This is an optimization exercise on Yosys and OpenROAD, whose aim is small area, not a production implementation. At most, simulation tests tie the RTL to the original design; equivalence was not proved. Function not checked in run 3: the RTL went through the layout flow alone. Power is estimated from default activity; no workload was simulated.

==> flow/design.v <==
module sns_slot (
    input  wire        clk,
    input  wire        rst,
    input  wire        v,           
    input  wire        b,           
    input  wire        te,          
    input  wire        p0,          
    input  wire [11:0] wa,          
    input  wire [11:0] wb,
    input  wire [10:0] wc,
    input  wire [3:0]  wx,          
    input  wire [2:0]  wy,
    input  wire        en,
    input  wire        fen,
    input  wire [15:0] onn,         
    output wire [17:0] c3,          
    output wire        pres,        
    output wire        ovr,
    output wire        fv,          
    output wire [15:0] ff,          
    output wire        stuck
);
    function [32:0] rca;
        input [32:0] x;
        input [32:0] y;
        input        c0;
        integer      i;
        reg          c;
        begin
            c = c0;
            for (i = 0; i < 33; i = i + 1) begin
                rca[i] = x[i] ^ y[i] ^ c;
                c      = (x[i] & y[i]) | (c & (x[i] ^ y[i]));
            end
        end
    endfunction
    reg  [17:0] A, B;
    reg  [15:0] C;
    wire [17:0] sA, sB;
    wire [15:0] sC;
    assign sA = rca(A, {6'd0, wa & {12{b}}}, 1'b0);
    assign sB = rca(B, {6'd0, wb & {12{b}}}, 1'b0);
    assign sC = rca(C, {5'd0, wc & {11{b}}}, 1'b0);
    always @(posedge clk) begin
        A <= te ? sB : sA;
        B <= te ? {2'd0, sC} : sB;
        C <= (te | rst) ? 16'd0 : sC;
    end
    assign c3 = sA;
    reg  [6:0] X;
    reg  [4:0] Y;
    wire [6:0] xb = p0 ? {2'd0, Y} : X;
    wire [6:0] sX;
    wire [4:0] sY;
    assign sX = rca(xb, {3'd0, wx & {4{b}}}, 1'b0);
    assign sY = rca(Y, {2'd0, wy & {3{b}}}, 1'b0);
    always @(posedge clk) begin
        X <= sX;
        Y <= p0 ? 5'd0 : sY;
    end
    reg        P;
    reg  [7:0] F;
    reg        last;
    wire       same  = (b == last);
    wire [3:0] lo_i  = rca(F[3:0], 4'd0, 1'b1);
    wire [4:0] hi_i  = rca(F[7:4], 4'd0, P | (same & (&F[3:0])));
    wire [3:0] lo_n  = same ? lo_i : 4'd1;
    wire [7:0] run_n = same ? (F[7] ? F : {hi_i[3:0], lo_i}) : 8'd1;    
    wire       r128  = ~P & run_n[7];
    wire       r32   = ~P & (|run_n[7:5]);
    wire       okful = P & (hi_i[3:0] == 4'd15);                       
    wire       P_n   = P ? ~okful : (F[7] & ~same);
    wire [7:0] F_n   = P ? (okful ? {4'd0, lo_n} : {hi_i[3:0], lo_n}) :
                       ((F[7] & ~same) ? 8'h11 : run_n);
    reg        s128, s32;
    reg  [2:0] e;
    reg  [1:0] d;
    always @(posedge clk) begin
        if (v)
            last <= b;
        if (rst) begin
            P    <= 1'b1;
            F    <= 8'd0;
            s128 <= 1'b0;
            s32  <= 1'b0;
            e    <= 3'd4;
            d    <= 2'd0;
        end else if (v) begin
            P <= P_n;
            F <= F_n;
            if (te) begin
                s128 <= 1'b0;
                s32  <= 1'b0;
                e    <= (s128 | r128) ? 3'd4 : ((e == 3'd0) ? 3'd0 : e - 3'd1);
                d    <= (s32 | r32) ? 2'd3 : ((d == 2'd0) ? 2'd0 : d - 2'd1);
            end else begin
                s128 <= s128 | r128;
                s32  <= s32 | r32;
            end
        end
    end
    assign stuck = ~P & F[7];
    assign pres  = en & (e == 3'd0);
    assign ovr   = pres & (d != 2'd0);
    wire        wrap = ~(|onn);
    wire [16:0] nn   = {wrap, onn};
    wire [7:0]  shi;
    assign shi = rca({1'b0, X}, {1'b0, nn[16:10]}, 1'b0);
    wire [17:0] S    = {shi, nn[9:0]};
    wire        lo   = (S[17:15] == 3'b000);
    wire        hi   = S[17] | (S[16] & S[15]);
    wire [15:0] fs   = lo ? 16'h8000 : (hi ? 16'h7FFF : S[15:0]);
    assign fv = en & fen & ~P & ~F[7];
    assign ff = fv ? fs : 16'd0;
endmodule
module sns_lane (
    input  wire         clk,
    input  wire         rst,
    input  wire         grp_valid,
    input  wire [7:0]   grp,
    input  wire         cfg_we,
    input  wire [2:0]   cfg_slot,
    input  wire [1:0]   cfg_sel,      
    input  wire [23:0]  cfg_wdata,
    output wire         smp_strobe,
    output wire [7:0]   smp_valid,
    output wire [7:0]   smp_ovr,
    output wire [191:0] smp_z,
    output reg          fast_strobe,
    output wire [7:0]   fast_valid,
    output wire [127:0] fast_f,
    output wire [7:0]   stuck
);
    wire [7:0]   cfg_en, cfg_fast;
    wire [191:0] cfg_offx;
    wire [183:0] cfg_gain;
    wire [63:0]  cfg_dly;
    sns_cfg u_cfg (
        .clk(clk), .rst(rst),
        .cfg_we(cfg_we), .cfg_slot(cfg_slot), .cfg_sel(cfg_sel), .cfg_wdata(cfg_wdata),
        .en(cfg_en), .fen(cfg_fast), .offx(cfg_offx), .gain(cfg_gain), .dly(cfg_dly)
    );
    reg  [5:0] phase;
    wire       te = grp_valid & (&phase);
    wire       p0 = grp_valid & (phase[2:0] == 3'd0);
    always @(posedge clk) begin
        if (rst) begin
            phase       <= 6'd0;
            fast_strobe <= 1'b0;
        end else begin
            if (grp_valid)
                phase <= phase + 6'd1;
            fast_strobe <= grp_valid & (&phase[2:0]);
        end
    end
    reg [34:0] w;
    always @(*) begin
        case (phase)
            6'd0: w = {12'd2080, 12'd2016, 11'd0};
            6'd1: w = {12'd2016, 12'd2080, 11'd0};
            6'd2: w = {12'd1953, 12'd2142, 11'd1};
            6'd3: w = {12'd1891, 12'd2202, 11'd3};
            6'd4: w = {12'd1830, 12'd2260, 11'd6};
            6'd5: w = {12'd1770, 12'd2316, 11'd10};
            6'd6: w = {12'd1711, 12'd2370, 11'd15};
            6'd7: w = {12'd1653, 12'd2422, 11'd21};
            6'd8: w = {12'd1596, 12'd2472, 11'd28};
            6'd9: w = {12'd1540, 12'd2520, 11'd36};
            6'd10: w = {12'd1485, 12'd2566, 11'd45};
            6'd11: w = {12'd1431, 12'd2610, 11'd55};
            6'd12: w = {12'd1378, 12'd2652, 11'd66};
            6'd13: w = {12'd1326, 12'd2692, 11'd78};
            6'd14: w = {12'd1275, 12'd2730, 11'd91};
            6'd15: w = {12'd1225, 12'd2766, 11'd105};
            6'd16: w = {12'd1176, 12'd2800, 11'd120};
            6'd17: w = {12'd1128, 12'd2832, 11'd136};
            6'd18: w = {12'd1081, 12'd2862, 11'd153};
            6'd19: w = {12'd1035, 12'd2890, 11'd171};
            6'd20: w = {12'd990, 12'd2916, 11'd190};
            6'd21: w = {12'd946, 12'd2940, 11'd210};
            6'd22: w = {12'd903, 12'd2962, 11'd231};
            6'd23: w = {12'd861, 12'd2982, 11'd253};
            6'd24: w = {12'd820, 12'd3000, 11'd276};
            6'd25: w = {12'd780, 12'd3016, 11'd300};
            6'd26: w = {12'd741, 12'd3030, 11'd325};
            6'd27: w = {12'd703, 12'd3042, 11'd351};
            6'd28: w = {12'd666, 12'd3052, 11'd378};
            6'd29: w = {12'd630, 12'd3060, 11'd406};
            6'd30: w = {12'd595, 12'd3066, 11'd435};
            6'd31: w = {12'd561, 12'd3070, 11'd465};
            6'd32: w = {12'd528, 12'd3072, 11'd496};
            6'd33: w = {12'd496, 12'd3072, 11'd528};
            6'd34: w = {12'd465, 12'd3070, 11'd561};
            6'd35: w = {12'd435, 12'd3066, 11'd595};
            6'd36: w = {12'd406, 12'd3060, 11'd630};
            6'd37: w = {12'd378, 12'd3052, 11'd666};
            6'd38: w = {12'd351, 12'd3042, 11'd703};
            6'd39: w = {12'd325, 12'd3030, 11'd741};
            6'd40: w = {12'd300, 12'd3016, 11'd780};
            6'd41: w = {12'd276, 12'd3000, 11'd820};
            6'd42: w = {12'd253, 12'd2982, 11'd861};
            6'd43: w = {12'd231, 12'd2962, 11'd903};
            6'd44: w = {12'd210, 12'd2940, 11'd946};
            6'd45: w = {12'd190, 12'd2916, 11'd990};
            6'd46: w = {12'd171, 12'd2890, 11'd1035};
            6'd47: w = {12'd153, 12'd2862, 11'd1081};
            6'd48: w = {12'd136, 12'd2832, 11'd1128};
            6'd49: w = {12'd120, 12'd2800, 11'd1176};
            6'd50: w = {12'd105, 12'd2766, 11'd1225};
            6'd51: w = {12'd91, 12'd2730, 11'd1275};
            6'd52: w = {12'd78, 12'd2692, 11'd1326};
            6'd53: w = {12'd66, 12'd2652, 11'd1378};
            6'd54: w = {12'd55, 12'd2610, 11'd1431};
            6'd55: w = {12'd45, 12'd2566, 11'd1485};
            6'd56: w = {12'd36, 12'd2520, 11'd1540};
            6'd57: w = {12'd28, 12'd2472, 11'd1596};
            6'd58: w = {12'd21, 12'd2422, 11'd1653};
            6'd59: w = {12'd15, 12'd2370, 11'd1711};
            6'd60: w = {12'd10, 12'd2316, 11'd1770};
            6'd61: w = {12'd6, 12'd2260, 11'd1830};
            6'd62: w = {12'd3, 12'd2202, 11'd1891};
            6'd63: w = {12'd1, 12'd2142, 11'd1953};
            default: w = 35'd0;
        endcase
    end
    wire [11:0] wa = grp_valid ? w[34:23] : 12'd0;
    wire [11:0] wb = grp_valid ? w[22:11] : 12'd0;
    wire [10:0] wc = grp_valid ? w[10:0]  : 11'd0;
    wire [3:0]  wx = grp_valid ? (4'd8 - {1'b0, phase[2:0]}) : 4'd0;
    wire [2:0]  wy = grp_valid ? phase[2:0] : 3'd0;
    wire [143:0] c3;
    wire [7:0]   pres;
    genvar m;
    generate
        for (m = 0; m < 8; m = m + 1) begin : g_slot
            sns_slot u_slot (
                .clk   (clk),
                .rst   (rst),
                .v     (grp_valid),
                .b     (grp[m]),
                .te    (te),
                .p0    (p0),
                .wa    (wa),
                .wb    (wb),
                .wc    (wc),
                .wx    (wx),
                .wy    (wy),
                .en    (cfg_en[m]),
                .fen   (cfg_fast[m]),
                .onn   (cfg_offx[24*m+8 +: 16]),
                .c3    (c3[18*m +: 18]),
                .pres  (pres[m]),
                .ovr   (smp_ovr[m]),
                .fv    (fast_valid[m]),
                .ff    (fast_f[16*m +: 16]),
                .stuck (stuck[m])
            );
        end
    endgenerate
    assign smp_valid = pres;
    wire        zsh, gsh;
    wire [23:0] zin, gin;
    reg  [23:0] zr [0:7];
    reg  [23:0] gp [0:7];
    sns_cal u_cal (
        .clk(clk), .rst(rst), .te(te),
        .offx(cfg_offx), .gain(cfg_gain), .dly(cfg_dly), .pres(pres),
        .zhead(zr[0][17:0]), .ghead(gp[0]), .gtail(gp[7]),
        .zsh(zsh), .zin(zin), .gsh(gsh), .gin(gin), .strobe(smp_strobe)
    );
    integer n;
    always @(posedge clk) begin
        for (n = 0; n < 8; n = n + 1) begin
            if (te)
                zr[n] <= {(n == 7) ? zin[23:18] : zr[n + 1][23:18], c3[18*n +: 18]};
            else if (zsh)
                zr[n] <= (n == 7) ? zin : zr[n + 1];
            if (gsh)
                gp[n] <= (n == 7) ? gin : gp[n + 1];
        end
    end
    generate
        for (m = 0; m < 8; m = m + 1) begin : g_out
            assign smp_z[24*m +: 24] = zr[m];
        end
    endgenerate
endmodule
module sns_cfg (
    input  wire         clk,
    input  wire         rst,
    input  wire         cfg_we,
    input  wire [2:0]   cfg_slot,
    input  wire [1:0]   cfg_sel,
    input  wire [23:0]  cfg_wdata,
    output reg  [7:0]   en,
    output reg  [7:0]   fen,
    output reg  [191:0] offx,
    output reg  [183:0] gain,
    output reg  [63:0]  dly
);
    function [32:0] rca;
        input [32:0] x;
        input [32:0] y;
        input        c0;
        integer      i;
        reg          c;
        begin
            c = c0;
            for (i = 0; i < 33; i = i + 1) begin
                rca[i] = x[i] ^ y[i] ^ c;
                c      = (x[i] & y[i]) | (c & (x[i] ^ y[i]));
            end
        end
    endfunction
    reg        we_q;
    reg [2:0]  slot_q;
    reg [1:0]  sel_q;
    reg [23:0] wd_q;
    always @(posedge clk) begin
        we_q   <= cfg_we;
        slot_q <= cfg_slot;
        sel_q  <= cfg_sel;
        wd_q   <= cfg_wdata;
    end
    wire [15:0] onn_w  = rca(~wd_q[23:8], 16'd0, 1'b1) ^ 16'h8000;
    wire [23:0] offx_w = {onn_w, wd_q[7:0]};
    wire [22:0] gain_w = wd_q[23] ? 23'h7FFFFF :
                         (wd_q[22:21] == 2'b00) ? 23'h200000 : wd_q[22:0];
    wire [1:0]  ctl_d = rst ? 2'b00 : wd_q[1:0];
    wire [23:0] off_d = rst ? 24'h800000 : offx_w;
    wire [22:0] gn_d  = rst ? 23'h400000 : gain_w;
    wire [7:0]  dly_d = rst ? 8'd130 : wd_q[7:0];
    genvar k;
    generate
        for (k = 0; k < 8; k = k + 1) begin : g_reg
            wire wk = we_q & (slot_q == k);
            always @(posedge clk) begin
                if (rst | (wk & (sel_q == 2'd0))) begin
                    en[k]  <= ctl_d[0];
                    fen[k] <= ctl_d[1];
                end
                if (rst | (wk & (sel_q == 2'd1)))
                    offx[24*k +: 24] <= off_d;
                if (rst | (wk & (sel_q == 2'd2)))
                    gain[23*k +: 23] <= gn_d;
                if (rst | (wk & (sel_q == 2'd3)))
                    dly[8*k +: 8] <= dly_d;
            end
        end
    endgenerate
endmodule
module sns_cal (
    input  wire         clk,
    input  wire         rst,
    input  wire         te,
    input  wire [191:0] offx,
    input  wire [183:0] gain,
    input  wire [63:0]  dly,
    input  wire [7:0]   pres,
    input  wire [17:0]  zhead,
    input  wire [23:0]  ghead,
    input  wire [23:0]  gtail,
    output wire         zsh,
    output wire [23:0]  zin,
    output wire         gsh,
    output wire [23:0]  gin,
    output reg          strobe
);
    function [32:0] rca;
        input [32:0] x;
        input [32:0] y;
        input        c0;
        integer      i;
        reg          c;
        begin
            c = c0;
            for (i = 0; i < 33; i = i + 1) begin
                rca[i] = x[i] ^ y[i] ^ c;
                c      = (x[i] & y[i]) | (c & (x[i] ^ y[i]));
            end
        end
    endfunction
    reg        busy, pre;
    reg [2:0]  cc;
    reg [7:0]  oh;       
    function [23:0] pick;
        input [7:0]   s;
        input [191:0] x;
        input integer w;
        integer       q;
        begin
            pick = 24'd0;
            for (q = 0; q < 8; q = q + 1)
                pick = pick | (x[w*q +: 24] & {24{s[q]}});
        end
    endfunction
    always @(posedge clk) begin
        if (rst) begin
            busy   <= 1'b0;
            pre    <= 1'b0;
            strobe <= 1'b0;
        end else begin
            strobe <= busy & ~pre & oh[7] & (cc == 3'd7);
            if (te) begin
                busy <= 1'b1;
                pre  <= 1'b1;
            end else if (pre) begin
                pre <= 1'b0;
                cc  <= 3'd1;
                oh  <= 8'd1;
            end else if (busy) begin
                if (cc == 3'd7) begin
                    cc <= 3'd1;
                    oh <= {oh[6:0], oh[7]};
                    if (oh[7])
                        busy <= 1'b0;
                end else begin
                    cc <= cc + 3'd1;
                end
            end
        end
    end
    wire run_c = busy & ~pre;
    assign zsh = pre | (run_c & (cc == 3'd7));
    assign gsh = run_c & (cc == 3'd5);
    wire m1    = ~cc[2] | (cc == 3'd4);                        
    wire [2:0]  ccn  = (pre | (cc == 3'd7)) ? 3'd1 : cc + 3'd1;
    wire [7:0]  ohn  = pre ? 8'd1 : ((cc == 3'd7) ? {oh[6:0], oh[7]} : oh);
    wire [23:0] y    = {~zhead[17], zhead[16:0], 6'd0};
    wire [23:0] ofx  = pick(ohn, offx, 24);
    wire [15:0] ofh  = rca(~ofx[23:8], 16'd0, 1'b1) ^ 16'h8000;
    wire [23:0] off  = {ofh, ofx[7:0]};
    wire [24:0] dif  = rca({y[23], y}, ~{off[23], off}, 1'b1);
    wire [23:0] a    = (dif[24] != dif[23]) ? (dif[24] ? 24'h800000 : 24'h7FFFFF) : dif[23:0];
    reg  [24:0] MC;
    reg  [32:0] ACC;
    wire [28:0] gr  = ACC[32:4];
    wire        gov = ~((&gr[28:23]) | ~(|gr[28:23]));
    wire [23:0] gc  = gov ? (gr[28] ? 24'h800000 : 24'h7FFFFF) : gr[23:0];
    wire [24:0] dg  = rca({ghead[23], ghead}, ~{gc[23], gc}, 1'b1);
    assign gin = gc;
    wire [22:0] gsel = pick(ohn, {8'd0, gain}, 23);
    wire [7:0]  dsel = pick(ohn, {128'd0, dly}, 8);
    wire [24:0] gx = {1'b0, gsel, 1'b0};
    wire [12:0] dx = {4'd0, dsel, 1'b0};
    reg  [6:0]  win;
    always @(posedge clk) begin
        case (ccn)
            3'd1:    win <= gx[6:0];
            3'd2:    win <= gx[12:6];
            3'd3:    win <= gx[18:12];
            3'd4:    win <= gx[24:18];
            3'd7:    win <= dx[12:6];
            default: win <= dx[6:0];
        endcase
    end
    wire [32:0] ppx [0:2];
    wire [2:0]  neg;
    genvar i;
    generate
        for (i = 0; i < 3; i = i + 1) begin : g_pp
            wire b2 = win[2*i+2], b1 = win[2*i+1], b0 = win[2*i];
            wire one = b1 ^ b0;
            wire two = (b2 & ~b1 & ~b0) | (~b2 & b1 & b0);
            assign neg[i] = b2 & ~(b1 & b0);
            wire [25:0] sel = one ? {MC[24], MC} : (two ? {MC, 1'b0} : 26'd0);
            wire [32:0] sh  = {{7{sel[25]}}, sel} << (2 * i);
            assign ppx[i] = neg[i] ? ~sh : sh;
        end
    endgenerate
    wire        first = (cc == 3'd1) | (cc == 3'd6);
    wire [32:0] init1 = 33'd2097152 - {32'd0, MC[24]};
    wire [32:0] init2 = {gtail[23], gtail, 8'hFF};
    wire [32:0] ain   = first ? (m1 ? init1 : init2) : {{6{ACC[32]}}, ACC[32:6]};
    wire [32:0] s1 = ain ^ ppx[0] ^ ppx[1];
    wire [32:0] k1 = (ain & ppx[0]) | (ppx[1] & (ain ^ ppx[0]));
    wire [32:0] c1 = {k1[31:0], neg[0]};
    wire [32:0] s2 = s1 ^ c1 ^ ppx[2];
    wire [32:0] k2 = (s1 & c1) | (ppx[2] & (s1 ^ c1));
    wire [32:0] c2 = {k2[31:0], neg[1]};
    wire [32:0] alo  = rca({19'd0, s2[13:0]}, {19'd0, c2[13:0]}, neg[2]);
    wire [18:0] ah0  = rca({14'd0, s2[32:14]}, {14'd0, c2[32:14]}, 1'b0);
    wire [18:0] ah1  = rca({14'd0, s2[32:14]}, {14'd0, c2[32:14]}, 1'b1);
    wire [32:0] accn = {alo[14] ? ah1 : ah0, alo[13:0]};
    assign zin = (|(pres & oh)) ? accn[25:2] : 24'd0;
    always @(posedge clk) begin
        ACC <= accn;
        if (zsh)
            MC <= {a[23], a};
        else if (gsh)
            MC <= dg;
    end
endmodule
==> flow/flow/run.sh <==
#!/bin/bash
# The standard layout, with the ports buffered by the smallest buffer
# (sky130_fd_sc_hd__buf_1) instead of the one buffer_ports picks itself.
set -euo pipefail
export BUFFER_PORTS_ARGS="-buffer_cell sky130_fd_sc_hd__buf_1"
bash standard.sh > standard_flow.log 2>&1
==> flow/standard.sh <==
#!/bin/bash
# synth_recipe.tcl (not shown) runs the flow's synth.tcl, then flattens the netlist and writes it again
# the make line also repeats each setting of config.mk as NAME=value (left out here)
make -C /OpenROAD-flow-scripts/flow DESIGN_CONFIG=/design/flow/config.mk WORK_HOME=/design/flow/orfs CLKGATE_MAP_FILE= SYNTH_SCRIPT=/design/flow/synth_recipe.tcl "${@:-finish}"
==> flow/config.mk <==
export PLATFORM = sky130hd
export DESIGN_NAME = sns_lane
export DESIGN_NICKNAME = sns_lane
export VERILOG_FILES = /design/flow/design.v
export SDC_FILE = /design/flow/constraint.sdc
export NUM_CORES = 8
export LEC_CHECK = 0
export CAP_MARGIN = 20
export CORE_MARGIN = 2
export CORE_UTILIZATION = 70
export CTS_CLUSTER_DIAMETER = 80
export CTS_CLUSTER_SIZE = 32
export SLEW_MARGIN = 20
==> flow/constraint.sdc <==
create_clock -name core_clock -period 14.0 [get_ports {clk}]
set_input_delay 2.8000 -clock core_clock [delete_from_list [all_inputs] [get_ports {clk}]]
set_output_delay 2.8000 -clock core_clock [all_outputs]
set_load 0.01 [all_outputs]
==> impl_metrics.toml, run 1 <==
[drt]
wire_per_inst_um = 24.1
antenna_left = 0
drcViolationCount = 0
drtIter0Drc = 6310
vias = 52836
drt-total-wl_um = 208000
dr.pass1.iters = 9
vias_per_cell = 6.12

[floorplan]
die_x_um = 338
dieArea_sq_um = 114000
rows = 122
die-height_um = 338
core_sq_um = 111000
start_util_pct = 70.7
io_pins = 395

[placement]
hpwl_um = 147000
io_buffers = 394
gp_congestion = 0.989

[synth]
synth_edf_count = 892
syn_area_sq_um = 78200
synth_area_leaders = "edfxtp_1 (34%), dfxtp_1 (19%), fa_1 (12%), nand2_1 (6.4%), ha_1 (5.0%)"
synth_top_area_share_pct = 34.3
ys_seq_elements = 1628
synth_warnings = 8
syn_area_per_cell_sq_um = 11.3
synth_flop_cell = "edfxtp_1"
post_synth_inst_count = 6911
syn-num-nets = 7734
netlist_top_cells_count = "nand2_1 (1326), edfxtp_1 (892), dfxtp_1 (736), inv_1 (484), fa_1 (470)"
async_flop_share_pct = 0
yosysMostFrequentCell = "nand2_1"
ys_types = 74
seq_area_frac_synth_pct = 53.1
yosysTopAreaCell = "edfxtp_1"

[timing]
finalClockSkew_ns = 0.0333
setup_viol = 0
relSlewSlack_pct = 15.2
finalMaxSlewViolations = 0
final-hold-violation-count = 0
fmax_mhz = 73.1
post-route-period-util_pct = 97.7
whs_ns = 0.420
rsz0062_at_grt = "false"
fin_crit_ns = 13.68
worst_pin_slew_ns = 1.27

[final_layout]
syn_to_final_growth_pct = 6.46
fin_util_pct = 75.2
nets = 7909
drive_gt1_share_pct = 4.46

[global_route]
busiest_layer = "met2"
grt_pass1_vias = 51249
antenna_found_initial = 14
gr-usage-met2_pct = 56.3
use_met1_pct = 51.7
overflow = 0
grtUsageMet3_pct = 6.59
grt_pass1_wl_um = 312000
grt_util_all_layers_pct = 36.2
grt_max_degree = 216

[min_path]
worstHoldPathCells = 0
worstHoldPathType = "register to register"

[clock_tree]
cts_num_sinks = 1628
cts_tree = "done"
cts_buffers = 67
path_clk_slew_ns = 0.12
cts_max_path_buffers = 3
htree_levels = 3
insertion_delay_ns = 0.70
cts_root_buffer = "clkbuf_16"

[worst_setup_path]
worst_setup_path_start_kind = "register"
crit_buf_inv = 3
cpMostUsedCell = "fa_2"
worstPathMaxFanout = 3
slowest_stage = "fa_1"
worst-path-stages = 45
critical-path-top-delay-family = "adder cells"
critPathMaxStageDelay_ns = 0.51
worstRegToRegCells = 45
worstPathArrival_ns = 14.22
critPathRequiredTime_ns = 14.54
endpoint_kind = "register"
path_class = "register to register"

[pwr]
powerDensity_nw_per_um2 = 140
leakage_nw = 35.5
total_power_mw = 11.6
max-vdd-ir-drop_v = 0.000152

[status]
status = "finished clean"

[run]
maxCapViolCount = 0
## sequential cells by signal, indices dropped and copies added (netlist names), 64 cells and up
name	count
gp	192
u_cfg.offx	192
zr	192
u_cfg.gain	184
g_slot.u_slot.A	144
g_slot.u_slot.B	144
g_slot.u_slot.C	128
g_slot.u_slot.F	64
u_cfg.dly	64
## kinds of logic after synthesis
family	share of synthesized area, %
AND/OR/NAND/NOR	14.0
flip-flops	53.1
AO/OA/AOI/OAI	8.13
buffers and inverters	4.51
adder cells (fa/ha/maj)	17.0
XOR/XNOR	1.71
multiplexers	1.48
## stage by stage
stage	area, sq um	instances	setup WS, ns	TNS, ns
after global placement	80900	8500	-0.185	-0.185
final	83200	8632	0.322	0
after CTS	83200	8622	0.0136	0
after detailed placement	80900	8500	-0.235	-0.235
after floorplan	78300	6911	0.0265	0
after global routing	83200	8626	0.0224	0
## per-layer routing
| metal | vias up | wire length [um] |
|---|---|---|
| met4 | 6 | 8560 |
| li1 | 23732 | - |
| met2 | 2511 | 95600 |
| met3 | 389 | 20900 |
| met1 | 26198 | 83000 |
| met5 | - | 41 |
## worst paths after layout
kind / start / end / slack (ns)
max reg2reg: u_cal.cc[0] / u_cal.ACC[32] / 0.32
min reg2reg: gp[4][5] / gp[3][5] / 0.42
max: u_cal.cc[0] / u_cal.ACC[32] / 0.32
min: gp[4][5] / gp[3][5] / 0.42
## power breakdown
| part | internal (mW) | switching, mW |
|---|---|---|
| clock network | 1.01 | 1.53 |
| registers | 5.71 | 0.354 |
| logic | 1.25 | 1.77 |
## area by class of cell
class	instances	area, sq um
multi-input combinational	4393	33500
sequential	1628	41500
fill	7593	27400
timing repair buffer	506	2340
inverter	490	1850
tap	1488	1860
clock buffer	95	1860
clock inverter	26	314
antenna	6	15.0
## repair_timing
action	4_1_cts	5_1_grt
hold buffers	0	0
gates resized for setup	16	7
pin swaps	4	3
buffers inserted	1	2
setup endpoints to repair	2	2
## layout by cell type (no fill, tap or decap), types with 70 or more instances in the layout
cell,count
buf_1,387
o21ai_0,164
and2_1,191
and3_1,231
o21a_1,129
mux2i_1,91
a21oi_1,170
dfxtp_1,735
buf_4,108
edfxtp_1,892
nor2_1,318
inv_1,482
a22oi_1,216
ha_1,309
xnor2_1,120
clkbuf_16,70
nand2_1,1324
fa_1,441
==> inputs of run 2 (changes only) <==
--- a/flow/config.mk
+++ b/flow/config.mk
@@ -9,5 +9,5 @@
 export CORE_MARGIN = 2
 export CORE_UTILIZATION = 70
 export CTS_CLUSTER_DIAMETER = 80
-export CTS_CLUSTER_SIZE = 32
+export CTS_CLUSTER_SIZE = 26
 export SLEW_MARGIN = 20
==> run 2 against run 1 <==
Flip-flop and latch count unchanged. Synthesized cell count unchanged. Clock skew rose by 0.0039 ns. Fmax about the same. Sequential power barely moved. Global-route usage grew 0.10 points. Routed wire length barely moved. Sequential share of layout area down 0.14 points. Via count down 0.19%.
==> impl_metrics.toml, run 2 <==
[worst_setup_path]
endpoint_kind = "register"
r2r-start = "u_cal.cc[0]"
cpMostUsedCell = "fa_2"
regToRegSetupSlack_ns = 0.32
worstPathArrival_ns = 14.25
worstRegToRegCells = 43
slowest_stage = "fa_1"
critPathMaxStageDelay_ns = 0.47
r2r-end = "u_cal.ACC[32]"
critPathRequiredTime_ns = 14.57
path_class = "register to register"
worst_setup_path_start_kind = "register"
worstPathMaxFanout = 3

[clock_tree]
cts_max_path_buffers = 3
cts_buffers = 77
cts_root_buffer = "clkbuf_16"
cts_num_sinks = 1628
path_clk_slew_ns = 0.10
cts-hold-fix-buffers = 0
htree_levels = 3
cts_tree = "done"
insertion_delay_ns = 0.71

[pwr]
powerDensity_nw_per_um2 = 141
max-vdd-ir-drop_v = 0.000113
internal_power_mw = 8.09
p_comb_share_pct = 25.6
power.net_switching_mw = 3.67
switching_share_pct = 31.2
clockPowerShare_pct = 22.8
leakage_nw = 35.6
sequentialPowerShare_pct = 51.6

[global_route]
grt_pass1_wl_um = 313000
grt_pass1_vias = 51528
overflow = 0
grt_util_all_layers_pct = 36.3
grt_max_degree = 216
antenna_found_initial = 15

[drt]
antenna_left = 0
drcViolationCount = 0
drtIter0Drc = 6235
vias = 52733
dr.pass1.iters = 6
wire_per_inst_um = 24.1
drt-total-wl_um = 208000
vias_per_cell = 6.10

[synth]
synth_flop_cell = "edfxtp_1"
yosysMostFrequentCell = "nand2_1"
synth_edf_count = 892
ys_types = 74
syn_area_sq_um = 78200
yosysTopAreaCell = "edfxtp_1"
synth_top_area_share_pct = 34.3
async_flop_share_pct = 0
post_synth_inst_count = 6911
synth_area_leaders = "edfxtp_1 (34%), dfxtp_1 (19%), fa_1 (12%), nand2_1 (6.4%), ha_1 (5.0%)"
synth_warnings = 8
seq_area_frac_synth_pct = 53.1
netlist_top_cells_count = "nand2_1 (1326), edfxtp_1 (892), dfxtp_1 (736), inv_1 (484), fa_1 (470)"
syn-num-nets = 7734
ys_seq_elements = 1628
syn_area_per_cell_sq_um = 11.3

[placement]
hpwl_um = 147000
dp.cells = 8500
gp_congestion = 0.989
io_buffers = 394
dpl_cell_area_sq_um = 80900

[timing]
fmax_mhz = 73.1
finalMaxSlewViolations = 0
final-hold-violation-count = 0
relSlewSlack_pct = 12.6
finalClockSkew_ns = 0.0372
setup_viol = 0
post-route-period-util_pct = 97.7
final.setup.tns_ns = 0
worst_pin_slew_ns = 1.30
fin_crit_ns = 13.68

[final_layout]
drive_gt1_share_pct = 4.56
fin_cells = 8646
syn_to_final_growth_pct = 6.75
final_cell_mix = "nand2_1 (1324), edfxtp_1 (892), dfxtp_1 (735), inv_1 (482), fa_1 (441)"
nets = 7918
top_regs = "gp x192, u_cfg.offx x192, zr x192"
final_cell_area_sq_um = 83500
final_common_cell = "nand2_1"

[status]
status = "finished clean"

[floorplan]
die-height_um = 338
dieArea_sq_um = 114000
start_util_pct = 70.7
io_pins = 395
rows = 122
die_x_um = 338
core_sq_um = 111000

[min_path]
worstHoldPathType = "register to register"
hold_end = "gp[5][7]"
worstHoldPathCells = 0
hp-start = "gp[6][7]"

[run]
maxCapViolCount = 0
## run 2: cell counts after synthesis
No cell type changed its count.
## run 2: what timing repair did
action / in CTS / in global routing
setup buffers: 1 / 2
gates resized for setup: 16 / 7
setup endpoints to repair: 2 / 2
pin swaps: 4 / 4
## run 2: power by group through the flow
| stage | logic [mW] | clock network (mW) | registers, mW |
|---|---|---|---|
| 5_1_grt | 3.37 | 2.87 | 6.11 |
| 6_report | 3.01 | 2.68 | 6.06 |
| 2_1_floorplan | 1.94 | 0 | 6.02 |
| 3_3_place_gp | 2.81 | 0 | 6.13 |
| 4_1_cts | 2.97 | 2.70 | 6.05 |
| 3_5_place_dp | 2.90 | 0 | 6.16 |
## run 2: area by class of cell
class	count	area, sq um
clock buffer	117	2160
inverter	490	1850
antenna	3	7.51
timing repair buffer	505	2340
sequential	1628	41500
tap	1488	1860
fill	7555	27200
multi-input combinational	4393	33500
clock inverter	22	244
## run 2: worst max-delay path by stage
stage / depth (start not counted) / to / startpoint / slack (ns)
floorplan: 43 / u_cal.ACC[32] / u_cal.win[0] / 0.03
global placement: 41 / u_cal.ACC[32] / u_cal.win[0] / -0.18
detailed placement: 43 / u_cal.ACC[32] / u_cal.cc[0] / -0.24
CTS: 42 / u_cal.ACC[32] / u_cal.cc[0] / 0.02
global route: 45 / u_cal.ACC[32] / u_cal.cc[0] / -0.008
finish: 43 / u_cal.ACC[32] / u_cal.cc[0] / 0.32
## run 2: routing by layer
layer  vias up  routed length, um  track usage [%]
met1     26068              83700             52.0
met5         -                 45                0
met4         8               8400             13.6
met3       385              20900             6.49
met2      2522              95100             56.0
li1      23750                  -                -
## run 2: critical path, delay by kind of cell, from the launching register on
kind / cells / cell delay (ns)
fa+ha+maj: 33 / 11.70
compound gates: 2 / 0.31
buf+inv: 1 / 0.08
xor+xnor: 3 / 0.46
mux: 1 / 0.15
flops: 1 / 0.46
simple gates: 3 / 0.40
## run 2: stage by stage
stage / total power, mW / worst slack, ns / utilization, % / hold slack [ns]
2_1_floorplan: 7.96 / 0.0265 / - / 0.400
3_5_place_dp: 9.06 / -0.235 / 73.1 / 0.405
6_report: 11.8 / 0.317 / 75.4 / 0.425
4_1_cts: 11.7 / 0.0215 / 75.4 / 0.428
3_3_place_gp: 8.94 / -0.185 / 73.1 / 0.401
5_1_grt: 12.4 / -0.00792 / 75.4 / 0.433
## run 2: cells by family (layout without fill, tap and decap cells)
kind of cell / after synthesis / after routing / synth area share, %
fa+ha+maj: 782 / 782 / 17.0
buf+inv: 890 / 1134 / 4.51
other cells: 0 / 3 / 0
xor+xnor: 153 / 153 / 1.71
mux: 105 / 105 / 1.48
flops: 1628 / 1628 / 53.1
simple gates: 2404 / 2404 / 14.0
compound gates: 949 / 949 / 8.13
==> inputs of run 3 (changes only) <==
--- a/flow/design.v
+++ b/flow/design.v
@@ -12,7 +12,7 @@
     input  wire [2:0]  wy,
     input  wire        en,
     input  wire        fen,
-    input  wire [15:0] onn,         
+    input  wire [15:0] ohi,         
     output wire [17:0] c3,          
     output wire        pres,        
     output wire        ovr,
@@ -58,20 +58,14 @@
         X <= sX;
         Y <= p0 ? 5'd0 : sY;
     end
-    reg        P;
-    reg  [7:0] F;
+    reg  [7:0] run;
     reg        last;
-    wire       same  = (b == last);
-    wire [3:0] lo_i  = rca(F[3:0], 4'd0, 1'b1);
-    wire [4:0] hi_i  = rca(F[7:4], 4'd0, P | (same & (&F[3:0])));
-    wire [3:0] lo_n  = same ? lo_i : 4'd1;
-    wire [7:0] run_n = same ? (F[7] ? F : {hi_i[3:0], lo_i}) : 8'd1;    
-    wire       r128  = ~P & run_n[7];
-    wire       r32   = ~P & (|run_n[7:5]);
-    wire       okful = P & (hi_i[3:0] == 4'd15);                       
-    wire       P_n   = P ? ~okful : (F[7] & ~same);
-    wire [7:0] F_n   = P ? (okful ? {4'd0, lo_n} : {hi_i[3:0], lo_n}) :
-                       ((F[7] & ~same) ? 8'h11 : run_n);
+    wire [7:0] run_i;
+    assign run_i = rca(run, 8'd0, ~run[7]);
+    wire [7:0] run_n = (b == last) ? run_i : 8'd1;
+    wire       r128  = run_n[7];
+    wire       r32   = |run_n[7:5];
+    reg  [3:0] ok;
     reg        s128, s32;
     reg  [2:0] e;
     reg  [1:0] d;
@@ -79,15 +73,15 @@
         if (v)
             last <= b;
         if (rst) begin
-            P    <= 1'b1;
-            F    <= 8'd0;
+            run  <= 8'd0;
+            ok   <= 4'd0;
             s128 <= 1'b0;
             s32  <= 1'b0;
             e    <= 3'd4;
             d    <= 2'd0;
         end else if (v) begin
-            P <= P_n;
-            F <= F_n;
+            run <= run_n;
+            ok  <= r128 ? 4'd0 : ((&ok) ? ok : ok + 4'd1);
             if (te) begin
                 s128 <= 1'b0;
                 s32  <= 1'b0;
@@ -99,18 +93,18 @@
             end
         end
     end
-    assign stuck = ~P & F[7];
+    assign stuck = run[7];
     assign pres  = en & (e == 3'd0);
     assign ovr   = pres & (d != 2'd0);
-    wire        wrap = ~(|onn);
-    wire [16:0] nn   = {wrap, onn};
+    wire        wrap = (ohi == 16'h7FFF);
+    wire [16:0] nn   = {wrap, ohi[15], ~ohi[14:0]};           
     wire [7:0]  shi;
     assign shi = rca({1'b0, X}, {1'b0, nn[16:10]}, 1'b0);
     wire [17:0] S    = {shi, nn[9:0]};
     wire        lo   = (S[17:15] == 3'b000);
     wire        hi   = S[17] | (S[16] & S[15]);
     wire [15:0] fs   = lo ? 16'h8000 : (hi ? 16'h7FFF : S[15:0]);
-    assign fv = en & fen & ~P & ~F[7];
+    assign fv = en & fen & (&ok);
     assign ff = fv ? fs : 16'd0;
 endmodule
 module sns_lane (
@@ -247,7 +241,7 @@
                 .wy    (wy),
                 .en    (cfg_en[m]),
                 .fen   (cfg_fast[m]),
-                .onn   (cfg_offx[24*m+8 +: 16]),
+                .ohi   (cfg_offx[24*m+8 +: 16]),
                 .c3    (c3[18*m +: 18]),
                 .pres  (pres[m]),
                 .ovr   (smp_ovr[m]),
@@ -322,12 +316,12 @@
         sel_q  <= cfg_sel;
         wd_q   <= cfg_wdata;
     end
-    wire [15:0] onn_w  = rca(~wd_q[23:8], 16'd0, 1'b1) ^ 16'h8000;
-    wire [23:0] offx_w = {onn_w, wd_q[7:0]};
+    wire [15:0] ohi_w  = rca(wd_q[23:8], 16'hFFFF, 1'b0);
+    wire [23:0] offx_w = {ohi_w, wd_q[7:0]};
     wire [22:0] gain_w = wd_q[23] ? 23'h7FFFFF :
                          (wd_q[22:21] == 2'b00) ? 23'h200000 : wd_q[22:0];
     wire [1:0]  ctl_d = rst ? 2'b00 : wd_q[1:0];
-    wire [23:0] off_d = rst ? 24'h800000 : offx_w;
+    wire [23:0] off_d = rst ? 24'hFFFF00 : offx_w;
     wire [22:0] gn_d  = rst ? 23'h400000 : gain_w;
     wire [7:0]  dly_d = rst ? 8'd130 : wd_q[7:0];
     genvar k;
@@ -382,37 +376,26 @@
     endfunction
     reg        busy, pre;
     reg [2:0]  cc;
-    reg [7:0]  oh;       
-    function [23:0] pick;
-        input [7:0]   s;
-        input [191:0] x;
-        input integer w;
-        integer       q;
-        begin
-            pick = 24'd0;
-            for (q = 0; q < 8; q = q + 1)
-                pick = pick | (x[w*q +: 24] & {24{s[q]}});
-        end
-    endfunction
+    reg [3:0]  jj;
     always @(posedge clk) begin
         if (rst) begin
             busy   <= 1'b0;
             pre    <= 1'b0;
             strobe <= 1'b0;
         end else begin
-            strobe <= busy & ~pre & oh[7] & (cc == 3'd7);
+            strobe <= busy & ~pre & (jj == 4'd8) & (cc == 3'd6);
             if (te) begin
                 busy <= 1'b1;
                 pre  <= 1'b1;
             end else if (pre) begin
                 pre <= 1'b0;
                 cc  <= 3'd1;
-                oh  <= 8'd1;
+                jj  <= 4'd0;
             end else if (busy) begin
-                if (cc == 3'd7) begin
+                if (cc == 3'd6) begin
                     cc <= 3'd1;
-                    oh <= {oh[6:0], oh[7]};
-                    if (oh[7])
+                    jj <= jj + 4'd1;
+                    if (jj == 4'd8)
                         busy <= 1'b0;
                 end else begin
                     cc <= cc + 3'd1;
@@ -421,38 +404,37 @@
         end
     end
     wire run_c = busy & ~pre;
-    assign zsh = pre | (run_c & (cc == 3'd7));
-    assign gsh = run_c & (cc == 3'd5);
+    assign zsh = pre | (run_c & (cc == 3'd6));
+    assign gsh = run_c & (cc == 3'd4) & (jj != 4'd0);
     wire m1    = ~cc[2] | (cc == 3'd4);                        
-    wire [2:0]  ccn  = (pre | (cc == 3'd7)) ? 3'd1 : cc + 3'd1;
-    wire [7:0]  ohn  = pre ? 8'd1 : ((cc == 3'd7) ? {oh[6:0], oh[7]} : oh);
+    wire [1:0] st = m1 ? (cc[1:0] - 2'd1) : {1'b0, cc[1]};     
+    wire [2:0] osel = pre ? 3'd0 : (jj[2:0] + 3'd1);
+    wire [2:0] gsel = jj[2:0];
+    wire [2:0] dsel = jj[2:0] - 3'd1;
     wire [23:0] y    = {~zhead[17], zhead[16:0], 6'd0};
-    wire [23:0] ofx  = pick(ohn, offx, 24);
-    wire [15:0] ofh  = rca(~ofx[23:8], 16'd0, 1'b1) ^ 16'h8000;
+    wire [23:0] ofx  = offx[24*osel +: 24];
+    wire [15:0] ofh  = rca(ofx[23:8], 16'd0, 1'b1);
     wire [23:0] off  = {ofh, ofx[7:0]};
     wire [24:0] dif  = rca({y[23], y}, ~{off[23], off}, 1'b1);
     wire [23:0] a    = (dif[24] != dif[23]) ? (dif[24] ? 24'h800000 : 24'h7FFFFF) : dif[23:0];
     reg  [24:0] MC;
     reg  [32:0] ACC;
-    wire [28:0] gr  = ACC[32:4];
-    wire        gov = ~((&gr[28:23]) | ~(|gr[28:23]));
-    wire [23:0] gc  = gov ? (gr[28] ? 24'h800000 : 24'h7FFFFF) : gr[23:0];
-    wire [24:0] dg  = rca({ghead[23], ghead}, ~{gc[23], gc}, 1'b1);
-    assign gin = gc;
-    wire [22:0] gsel = pick(ohn, {8'd0, gain}, 23);
-    wire [7:0]  dsel = pick(ohn, {128'd0, dly}, 8);
-    wire [24:0] gx = {1'b0, gsel, 1'b0};
-    wire [12:0] dx = {4'd0, dsel, 1'b0};
+    reg  [23:0] G;
+    wire [24:0] dg = rca({ghead[23], ghead}, ~{G[23], G}, 1'b1);
+    wire [24:0] gx = {1'b0, gain[23*gsel +: 23], 1'b0};
+    wire [12:0] dx = {4'd0, dly[8*dsel +: 8], 1'b0};
     reg  [6:0]  win;
-    always @(posedge clk) begin
-        case (ccn)
-            3'd1:    win <= gx[6:0];
-            3'd2:    win <= gx[12:6];
-            3'd3:    win <= gx[18:12];
-            3'd4:    win <= gx[24:18];
-            3'd7:    win <= dx[12:6];
-            default: win <= dx[6:0];
-        endcase
+    always @(*) begin
+        if (m1) begin
+            case (st)
+                2'd0: win = gx[6:0];
+                2'd1: win = gx[12:6];
+                2'd2: win = gx[18:12];
+                default: win = gx[24:18];
+            endcase
+        end else begin
+            win = st[0] ? dx[12:6] : dx[6:0];
+        end
     end
     wire [32:0] ppx [0:2];
     wire [2:0]  neg;
@@ -468,7 +450,7 @@
             assign ppx[i] = neg[i] ? ~sh : sh;
         end
     endgenerate
-    wire        first = (cc == 3'd1) | (cc == 3'd6);
+    wire        first = (cc == 3'd1) | (cc == 3'd5);
     wire [32:0] init1 = 33'd2097152 - {32'd0, MC[24]};
     wire [32:0] init2 = {gtail[23], gtail, 8'hFF};
     wire [32:0] ain   = first ? (m1 ? init1 : init2) : {{6{ACC[32]}}, ACC[32:6]};
@@ -478,16 +460,19 @@
     wire [32:0] s2 = s1 ^ c1 ^ ppx[2];
     wire [32:0] k2 = (s1 & c1) | (ppx[2] & (s1 ^ c1));
     wire [32:0] c2 = {k2[31:0], neg[1]};
-    wire [32:0] alo  = rca({19'd0, s2[13:0]}, {19'd0, c2[13:0]}, neg[2]);
-    wire [18:0] ah0  = rca({14'd0, s2[32:14]}, {14'd0, c2[32:14]}, 1'b0);
-    wire [18:0] ah1  = rca({14'd0, s2[32:14]}, {14'd0, c2[32:14]}, 1'b1);
-    wire [32:0] accn = {alo[14] ? ah1 : ah0, alo[13:0]};
-    assign zin = (|(pres & oh)) ? accn[25:2] : 24'd0;
+    wire [32:0] accn = rca(s2, c2, neg[2]);
+    wire [28:0] gr  = accn[32:4];
+    wire        gov = ~((&gr[28:23]) | ~(|gr[28:23]));
+    wire [23:0] gc  = gov ? (gr[28] ? 24'h800000 : 24'h7FFFFF) : gr[23:0];
+    assign zin = pres[dsel] ? accn[25:2] : 24'd0;
+    assign gin = G;
     always @(posedge clk) begin
         ACC <= accn;
         if (zsh)
             MC <= {a[23], a};
         else if (gsh)
             MC <= dg;
+        if (run_c & (cc == 3'd4))
+            G <= gc;
     end
 endmodule
==> flow/run.sh (new file) <==
#!/bin/bash
# synth_recipe.tcl (not shown) runs the flow's synth.tcl, then flattens the netlist and writes it again
# the make line also repeats each setting of config.mk as NAME=value (left out here)
make -C /OpenROAD-flow-scripts/flow DESIGN_CONFIG=/design/flow/config.mk WORK_HOME=/design/flow/orfs CLKGATE_MAP_FILE= SYNTH_SCRIPT=/design/flow/synth_recipe.tcl finish
--- a/flow/config.mk
+++ b/flow/config.mk
@@ -7,7 +7,5 @@
 export LEC_CHECK = 0
 export CAP_MARGIN = 20
 export CORE_MARGIN = 2
-export CORE_UTILIZATION = 70
-export CTS_CLUSTER_DIAMETER = 80
-export CTS_CLUSTER_SIZE = 26
+export CORE_UTILIZATION = 40
 export SLEW_MARGIN = 20
removed: flow/flow/run.sh
removed: flow/standard.sh
==> run 3 against run 2 <==
Now fails the layout checks on setup timing. Area after synthesis grew 2.7%. Synthesized cell count grew 3.1%. Global-route usage shrank 13 points. Fmax shrank 13%. First-iteration DRC count shrank 18%. Critical path type unchanged. Total power grew 22%. Worst setup slack lost 2.0 ns. Via count grew 2.6%. Cell area grew 13%. Register-to-register slack lost 2.0 ns. Clock-buffer cell count grew 133. Critical endpoint is now u_cal.G[11].
==> impl_metrics.toml, run 3 <==
[synth]
syn_area_sq_um = 80300
synth_area_leaders = "edfxtp_1 (34%), dfxtp_1 (19%), fa_1 (12%), nand2_1 (7.3%), ha_1 (5.1%)"
syn_area_per_cell_sq_um = 11.3
syn-num-nets = 7964
ys_types = 89
yosysTopAreaCell = "edfxtp_1"
post_synth_inst_count = 7127
synth_flop_cell = "edfxtp_1"
ys_seq_elements = 1663
synth_warnings = 8
async_flop_share_pct = 0
netlist_top_cells_count = "nand2_1 (1557), edfxtp_1 (912), dfxtp_1 (751), fa_1 (470), inv_1 (442)"
yosysMostFrequentCell = "nand2_1"
synth_top_area_share_pct = 34.1
seq_area_frac_synth_pct = 52.8
synth_edf_count = 912

[clock_tree]
htree_levels = 4
cts_num_sinks = 1663
cts_tree = "done"
cts_root_buffer = "clkbuf_16"
insertion_delay_ns = 0.84
path_clk_slew_ns = 0.06
cts_buffers = 182
cts_max_path_buffers = 3

[timing]
final.setup.tns_ns = -42.12
finalClockSkew_ns = 0.0400
post-route-period-util_pct = 112
worst_pin_slew_ns = 1.10
whs_ns = 0.414
final-hold-violation-count = 0
setup_slack_ns = -1.73
relSlewSlack_pct = 26.7
finalMaxSlewViolations = 0
fin_crit_ns = 15.73
fmax_mhz = 63.6
rsz0062_at_grt = "true"
setup_viol = 28

[final_layout]
drive_gt1_share_pct = 10.0
final_cell_mix = "nand2_1 (1552), edfxtp_1 (912), dfxtp_1 (751), fa_1 (440), inv_1 (434)"
nFillCells = 18051
multi_input_area_sq_um = 34800
top_regs = "gp x192, u_cfg.offx x192, zr x192"
fin_util_pct = 47.2
syn_to_final_growth_pct = 17.2
seqCellArea_sq_um = 42400
final_common_cell = "nand2_1"
nets = 8321

[floorplan]
rows = 164
die_x_um = 452
die-height_um = 452
io_pins = 395
dieArea_sq_um = 204000
core_sq_um = 200000
start_util_pct = 40.2

[pwr]
total_power_mw = 14.3
leakage_nw = 39.7
max-vdd-ir-drop_v = 0.000119
powerDensity_nw_per_um2 = 152

[placement]
gp_congestion = 0.916
pre_cts_slack_ns = -1.75
hpwl_um = 174000
io_buffers = 394

[drt]
antenna_left = 0
drt-total-wl_um = 242000
vias_per_cell = 5.25
dr.pass1.iters = 6
vias = 54117
wire_per_inst_um = 23.4
drtIter0Drc = 5132
drcViolationCount = 0

[worst_setup_path]
cpMostUsedCell = "fa_2"
slowest_stage = "fa_1"
critPathRequiredTime_ns = 14.56
worstPathArrival_ns = 16.29
worstPathMaxFanout = 10
path_class = "register to register"
worst_setup_path_start_kind = "register"
endpoint_kind = "register"
critPathMaxStageDelay_ns = 0.50

[min_path]
worstHoldPathType = "register to register"

[global_route]
grt_pass1_wl_um = 357000
overflow = 0
antenna_found_initial = 18
grt_max_degree = 191
grt_pass1_vias = 54390
grt_util_all_layers_pct = 23.5

[status]
violations = "setup timing"
status = "complete, but fails checks"

[run]
maxCapViolCount = 0
run 3: cell types whose count changed after synthesis, moves of 59 or more:
cell      previous run  this run
nand2_1           1326      1557
a21oi_1            171       374
a22oi_1            216        31
o21a_1             129         1
nand3_1             22       148
clkbuf_1           285       347
nor3b_1             64         5
run 3: stage by stage:
stage | cell area [sq um] | std cells
floorplan | 80600 | 7127
finish | 94200 | 10305
global placement | 87600 | 9929
global route | 94200 | 10299
CTS | 94000 | 10291
detailed placement | 87600 | 9929
run 3: worst paths after layout:
path	start	endpoint	slack (ns)	depth (start not counted)
worst max-delay path	u_cal.jj[0]	u_cal.G[11]	-1.73	57
worst min-delay path	gp[5][3]	gp[4][3]	0.41	0
worst max register to register	u_cal.jj[0]	u_cal.G[11]	-1.73	57
worst min register to register	gp[5][3]	gp[4][3]	0.41	0
run 3: routing by layer:
layer  GRT usage (%)  wire, um  vias to the layer above
li1                -         -                    24848
met3            3.63     14900                      458
met5               0        35                        -
met2            37.7    113000                     1705
met4            11.6     13900                        6
met1            30.9    100000                    27100
run 3: where the power goes:
group	total [mW]	switching, mW	internal (mW)
Clock	4.83	2.04	2.79
Combinational	3.37	1.89	1.48
Sequential	6.10	0.289	5.82
Total	14.3	4.21	10.1
run 3: kinds of logic after synthesis:
group / synth area share, %
multiplexers: 2.45
AO/OA/AOI/OAI: 6.91
adder cells (fa/ha/maj): 16.8
buffers and inverters: 4.48
AND/OR/NAND/NOR: 14.7
flip-flops: 52.8
XOR/XNOR: 1.86
run 3: layout make-up:
class                           count  share of cell area [%]
Clock inverter                     92                   0.840
Clock buffer                      250                    5.53
Sequential cell                  1663                    45.0
Tap cell                         2656                    3.53
Inverter                          447                    1.81
Antenna cell                        7                  0.0186
Timing Repair Buffer              611                    6.28
Multi-Input combinational cell   4579                    37.0
run 3: critical path, delay by kind of cell (launching register included):
| family | cells | cell delay [ns] |
|---|---|---|
| XOR/XNOR | 3 | 0.54 |
| adder cells (fa/ha/maj) | 33 | 11.33 |
| AND/OR/NAND/NOR | 2 | 0.28 |
| multiplexers | 2 | 0.87 |
| flip-flops | 1 | 0.39 |
| buffers and inverters | 10 | 1.03 |
| AO/OA/AOI/OAI | 7 | 1.02 |
run 3: repair_timing:
action	4_1_cts	5_1_grt
hold buffers	0	0
resized for setup	39	20
endpoints found under the setup margin	28	29
setup buffers	14	7
cloned	6	1
hold endpoints to repair	0	0
pin swaps	2	9

port drivers added, routing unchanged:
The flow's constraints put no driver on any port. The routed layouts listed below were extracted and timed again, unchanged, in two steps. Step 1: set_driving_cell puts a clkbuf_16 on clk and a buf_2 on each other input, an assumption about the parent block. Step 2 times the ports against the registers' clock, not the clock port: input delays grow and output delays shrink by t, the midpoint of the rising clock arrivals with the driver on. Three values: no drivers, after step 1, after step 2; two values: the first two.
| run | t (ns) | setup WS [ns] | worst register clock-pin slew, ns |
|---|---|---|---|
| run 1 | 0.766 | 0.322 / 0.322 / 0.322 | 0.12 / 0.12 |
| run 2 | 0.778 | 0.317 / 0.317 / 0.317 | 0.11 / 0.11 |
| run 3 | 0.909 | -1.727 / -1.727 / -1.727 | 0.07 / 0.07 |
